What follows belongs to an exercise in optimizing a design on an open flow for small area and a short achievable clock period; a production flow would make more cautious choices. Only simulation tests tie the RTL to the original design; equivalence was not proved.

Design fpfma, start of the top module:
module fpfma (
    input  wire        clk,
    input  wire [2:0]  op,
    input  wire [31:0] a,
    input  wire [31:0] b,
    input  wire [31:0] c,
    output reg  [31:0] result,
    output reg  [4:0]  flags
);
clock: 26.0 ns
lec_check: 0
abc_area: 1
cap_margin: 20
core_margin: 2
core_utilization: 60
setup_slack_margin: 5
slew_margin: 20
run.sh (not shown) runs the stock make flow with config.mk's settings and CLKGATE_MAP_FILE= SYNTH_SCRIPT=/design/flow/synth_recipe.tcl, a recipe that flattens the netlist after the stock synthesis.
Change:
==> flow/flow/run.sh (new file) <==
#!/bin/bash
# The standard layout (the standard.sh, unchanged synthesis and
# constraints), with repair_timing asked to keep a larger setup margin so
# that it sizes up the datapath further than the 26 ns clock asks for.
set -o pipefail
bash standard.sh SETUP_SLACK_MARGIN=8 finish > standard_flow.log 2>&1
==> flow/standard.sh (new file) <==
#!/bin/bash
# synth_recipe.tcl (not shown) runs the flow's synth.tcl, then flattens the netlist and writes it again
# the make line also repeats each setting of config.mk as NAME=value (left out here)
make -C /OpenROAD-flow-scripts/flow DESIGN_CONFIG=/design/flow/config.mk WORK_HOME=/design/flow/orfs CLKGATE_MAP_FILE= SYNTH_SCRIPT=/design/flow/synth_recipe.tcl "${@:-finish}"
Settings changed: SETUP_SLACK_MARGIN 5 to not set.
removed: flow/run.sh
Outcome:
- The changed run finished clean
- global-route usage goes up by 1.3 points
- synthesized cell count does not change
- worst setup slack gains 2.4 ns
- wire length goes up by a few percent
- area after synthesis is unchanged
- non-clock buffer count goes up by 77
- utilization goes up by 2.5 points
- die area stays the same
Change:
==> flow/run.sh (new file) <==
#!/bin/bash
# synth_recipe.tcl (not shown) runs the flow's synth.tcl, then flattens the netlist and writes it again
# the make line also repeats each setting of config.mk as NAME=value (left out here)
make -C /OpenROAD-flow-scripts/flow DESIGN_CONFIG=/design/flow/config.mk WORK_HOME=/design/flow/orfs CLKGATE_MAP_FILE= SYNTH_SCRIPT=/design/flow/synth_recipe.tcl finish
Settings changed: ABC_AREA 1 to 0, SETUP_SLACK_MARGIN set to 5.
removed: flow/flow/run.sh
removed: flow/standard.sh
Effect: The new run went through all stages and came out clean; sequential share of layout area hardly moves; fmax drops by 14%; wire length climbs by 10%.
Change:
Settings changed: ABC_AREA 0 to 1, SETUP_SLACK_MARGIN 5 to not set.
=> The changed run completed with no timing, DRC or antenna violations; global-route usage fell by 4.7 points; via count fell by a few percent; die area fell by a few percent; maximum frequency fell slightly; synthesized cell count rose by roughly a tenth.
Change:
==> flow/flow/run.sh (new file) <==
#!/bin/bash
# The standard layout (the standard.sh: its synthesis, floorplan, power
# grid and constraints unchanged) with two changes to how it optimises:
#  - repair_timing is asked to keep a larger setup margin, so that it sizes
#    up the datapath beyond what the 26 ns clock asks for;
#  - every input and output port still gets its own buffer, but a buf_4
#    instead of the delay buffer buffer_ports picks by default.
# The whole make output goes to standard_flow.log.
set -o pipefail
bash standard.sh "BUFFER_PORTS_ARGS=-buffer_cell sky130_fd_sc_hd__buf_4" SETUP_SLACK_MARGIN=9 finish > standard_flow.log 2>&1
==> flow/standard.sh (new file) <==
#!/bin/bash
# synth_recipe.tcl (not shown) runs the flow's synth.tcl, then flattens the netlist and writes it again
# the make line also repeats each setting of config.mk as NAME=value (left out here)
make -C /OpenROAD-flow-scripts/flow DESIGN_CONFIG=/design/flow/config.mk WORK_HOME=/design/flow/orfs CLKGATE_MAP_FILE= SYNTH_SCRIPT=/design/flow/synth_recipe.tcl "${@:-finish}"
removed: flow/run.sh
The new run completed without violations.
Routed wire length goes up by a few percent.
Worst hold slack loses 0.35 ns.
Sequential share of layout area goes down by 0.10 points.
Area after synthesis is unchanged.
Count of clock-buffer cells in the layout goes down by 2.
Fmax goes up by about a fifth.
Setup slack gains 3.7 ns.

* * *

Another version of the RTL of fpfma (not shown whole).
Size: roughly 4600 cells after synthesis, ~36 flip-flops, ~0.030 mm2 of cells after synthesis.
## fpfma
module fpfma (
    input  wire        clk,
    input  wire [2:0]  op,
    input  wire [31:0] a,
    input  wire [31:0] b,
    input  wire [31:0] c,
    output reg  [31:0] result,
    output reg  [4:0]  flags
);
    wire is_add = ~op[2] & ~op[1];           
    wire is_sub = is_add & op[0];
    wire is_mul = ~op[2] & op[1] & ~op[0];
    wire is_nms = op[2];
    wire        sx = a[31] ^ is_nms;
    wire [7:0]  ex = a[30:23];
    wire [22:0] fx = a[22:0];
    wire        sy = is_add ? 1'b0 : b[31];
    wire [7:0]  ey = is_add ? 8'd126 : b[30:23];
    wire [22:0] fy = b[22:0];
    wire [31:0] zsel = is_add ? {b[31] ^ is_sub, b[30:0]} : c;
    wire        sz = zsel[31] | is_mul;
    wire [7:0]  ez = is_mul ? 8'd0 : zsel[30:23];
    wire [22:0] fz = is_mul ? 23'd0 : zsel[22:0];
    wire x_zero = (ex == 8'd0);
    wire y_zero = (ey == 8'd0);
    wire z_zero = (ez == 8'd0);
    wire x_emax = (ex == 8'hFF);
    wire y_emax = (ey == 8'hFF);
    wire z_emax = (ez == 8'hFF);
    wire x_fnz  = (fx != 23'd0);
    wire y_fnz  = (fy != 23'd0);
    wire z_fnz  = (fz != 23'd0);
    wire x_inf  = x_emax & ~x_fnz;
    wire y_inf  = y_emax & ~y_fnz;
    wire z_inf  = z_emax & ~z_fnz;
    wire any_nan  = (x_emax & x_fnz) | (y_emax & y_fnz) | (z_emax & z_fnz);
    wire any_snan = (x_emax & x_fnz & ~fx[22]) | (y_emax & y_fnz & ~fy[22])
                  | (z_emax & z_fnz & ~fz[22]);
  ...
==> flow/config.mk <==
export PLATFORM = sky130hd
export DESIGN_NAME = fpfma
export DESIGN_NICKNAME = fpfma
export VERILOG_FILES = /design/flow/design.v
export SDC_FILE = /design/flow/constraint.sdc
export NUM_CORES = 4
export LEC_CHECK = 0
export ABC_AREA = 1
export CAP_MARGIN = 20
export CORE_MARGIN = 2
export CORE_UTILIZATION = 55
export SLEW_MARGIN = 20
==> flow/constraint.sdc <==
create_clock -name core_clock -period 26.0 [get_ports {clk}]
set_input_delay 5.2000 -clock core_clock [delete_from_list [all_inputs] [get_ports {clk}]]
set_output_delay 5.2000 -clock core_clock [all_outputs]
set_load 0.01 [all_outputs]
standard.sh (not shown) runs the stock make flow with config.mk's settings and CLKGATE_MAP_FILE= SYNTH_SCRIPT=/design/flow/synth_recipe.tcl, a recipe that flattens the netlist after the stock synthesis.
==> flow/flow/run.sh <==
#!/bin/bash
# The standard layout (the standard.sh: its synthesis, floorplan, power
# grid and constraints unchanged) with two changes to how it optimises:
#  - repair_timing is asked to keep a larger setup margin, so that it sizes
#    up the datapath beyond what the 26 ns clock asks for;
#  - every input and output port still gets its own buffer, but a buf_4
#    instead of the delay buffer buffer_ports picks by default.
# The whole make output goes to standard_flow.log.
set -o pipefail
bash standard.sh "BUFFER_PORTS_ARGS=-buffer_cell sky130_fd_sc_hd__buf_2" SETUP_SLACK_MARGIN=9 finish > standard_flow.log 2>&1
==> next run, changes <==
--- a/flow/flow/run.sh
+++ b/flow/flow/run.sh
@@ -8,3 +8,3 @@
 # The whole make output goes to standard_flow.log.
 set -o pipefail
-bash standard.sh "BUFFER_PORTS_ARGS=-buffer_cell sky130_fd_sc_hd__buf_2" SETUP_SLACK_MARGIN=9 finish > standard_flow.log 2>&1
+bash standard.sh "BUFFER_PORTS_ARGS=-buffer_cell sky130_fd_sc_hd__buf_4" SETUP_SLACK_MARGIN=9 finish > standard_flow.log 2>&1
--- a/flow/config.mk
+++ b/flow/config.mk
@@ -9,4 +9,4 @@
 export CAP_MARGIN = 20
 export CORE_MARGIN = 2
-export CORE_UTILIZATION = 55
+export CORE_UTILIZATION = 60
 export SLEW_MARGIN = 20
=> Wire length hardly moves; utilization rose by 6.6 points; sequential share of layout area hardly moves.
==> next run, changes <==
--- a/flow/config.mk
+++ b/flow/config.mk
@@ -9,4 +9,4 @@
 export CAP_MARGIN = 20
 export CORE_MARGIN = 2
-export CORE_UTILIZATION = 60
+export CORE_UTILIZATION = 50
 export SLEW_MARGIN = 20
=> The changed run ran to the end with no violations. Count of clock-buffer cells in the layout rises by 1. Setup slack is worse by 0.12 ns. Routed wire length grows by about 5%. Die area grows by 20%. Cell count goes up by 2.4%. Cell area rose by 1.9%.
==> next run, changes <==
--- a/flow/config.mk
+++ b/flow/config.mk
@@ -9,4 +9,4 @@
 export CAP_MARGIN = 20
 export CORE_MARGIN = 2
-export CORE_UTILIZATION = 50
+export CORE_UTILIZATION = 55
 export SLEW_MARGIN = 20
- cell count came out lower by about 2.2%
- area after synthesis does not change
- setup slack is better by 0.16 ns

[port drivers added, routing unchanged]
The results above use ideal ports. As a check the final layouts listed here were re-extracted and re-timed, cells and wires unchanged.
Step 1 (the two cells are an assumption about what drives the block):
set clk [get_ports {clk}]
set_driving_cell -lib_cell sky130_fd_sc_hd__clkbuf_16 $clk
set_driving_cell -lib_cell sky130_fd_sc_hd__buf_2 [delete_from_list [all_inputs] $clk]
Step 2 adds t to the input delays and takes it off the output delays; t is the mean of the earliest and latest rising clock arrival at the registers after step 1. Input paths then give back, and output paths get back, about the clock's delay inside the block.
Slacks: ideal / step 1 / step 2; pairs: ideal / step 1.
| run | t, ns | setup WS [ns] | worst hold slack (ns) | worst setup path at the end |
|---|---|---|---|---|
| the first run of note 1 | 0.310 | 5.994 / 6.004 / 5.694 | 5.821 / 5.824 / 5.952 | input to register |
| the second run of note 1 | 0.312 | 8.383 / 8.393 / 8.081 | 5.825 / 5.810 / 5.950 | input to register |
| the third run of note 1 | 0.306 | 5.573 / 5.575 / 5.269 | 5.812 / 5.810 / 5.957 | input to register |
| the fourth run of note 1 | 0.312 | 5.489 / 5.479 / 5.167 | 5.823 / 5.823 / 5.951 | input to register |
| the fifth run of note 1 | 0.316 | 9.224 / 9.212 / 8.896 | 5.473 / 5.465 / 5.606 | input to register |
| the first run of note 2 | 0.309 | 9.420 / 9.430 / 9.121 | 5.347 / 5.337 / 5.617 | input to register |
| the second run of note 2 | 0.307 | 9.391 / 9.395 / 9.088 | 5.319 / 5.317 / 5.618 | input to register |
| the third run of note 2 | 0.304 | 9.272 / 9.278 / 8.974 | 5.395 / 5.391 / 5.621 | input to register |
| the fourth run of note 2 | 0.306 | 9.436 / 9.438 / 9.132 | 5.344 / 5.342 / 5.617 | input to register |
After both steps setup and hold are still met in every run listed. The setup slack of the fifth run of note 1, which loses most, moves by -0.012 ns with the drivers and by -0.328 ns with both steps.
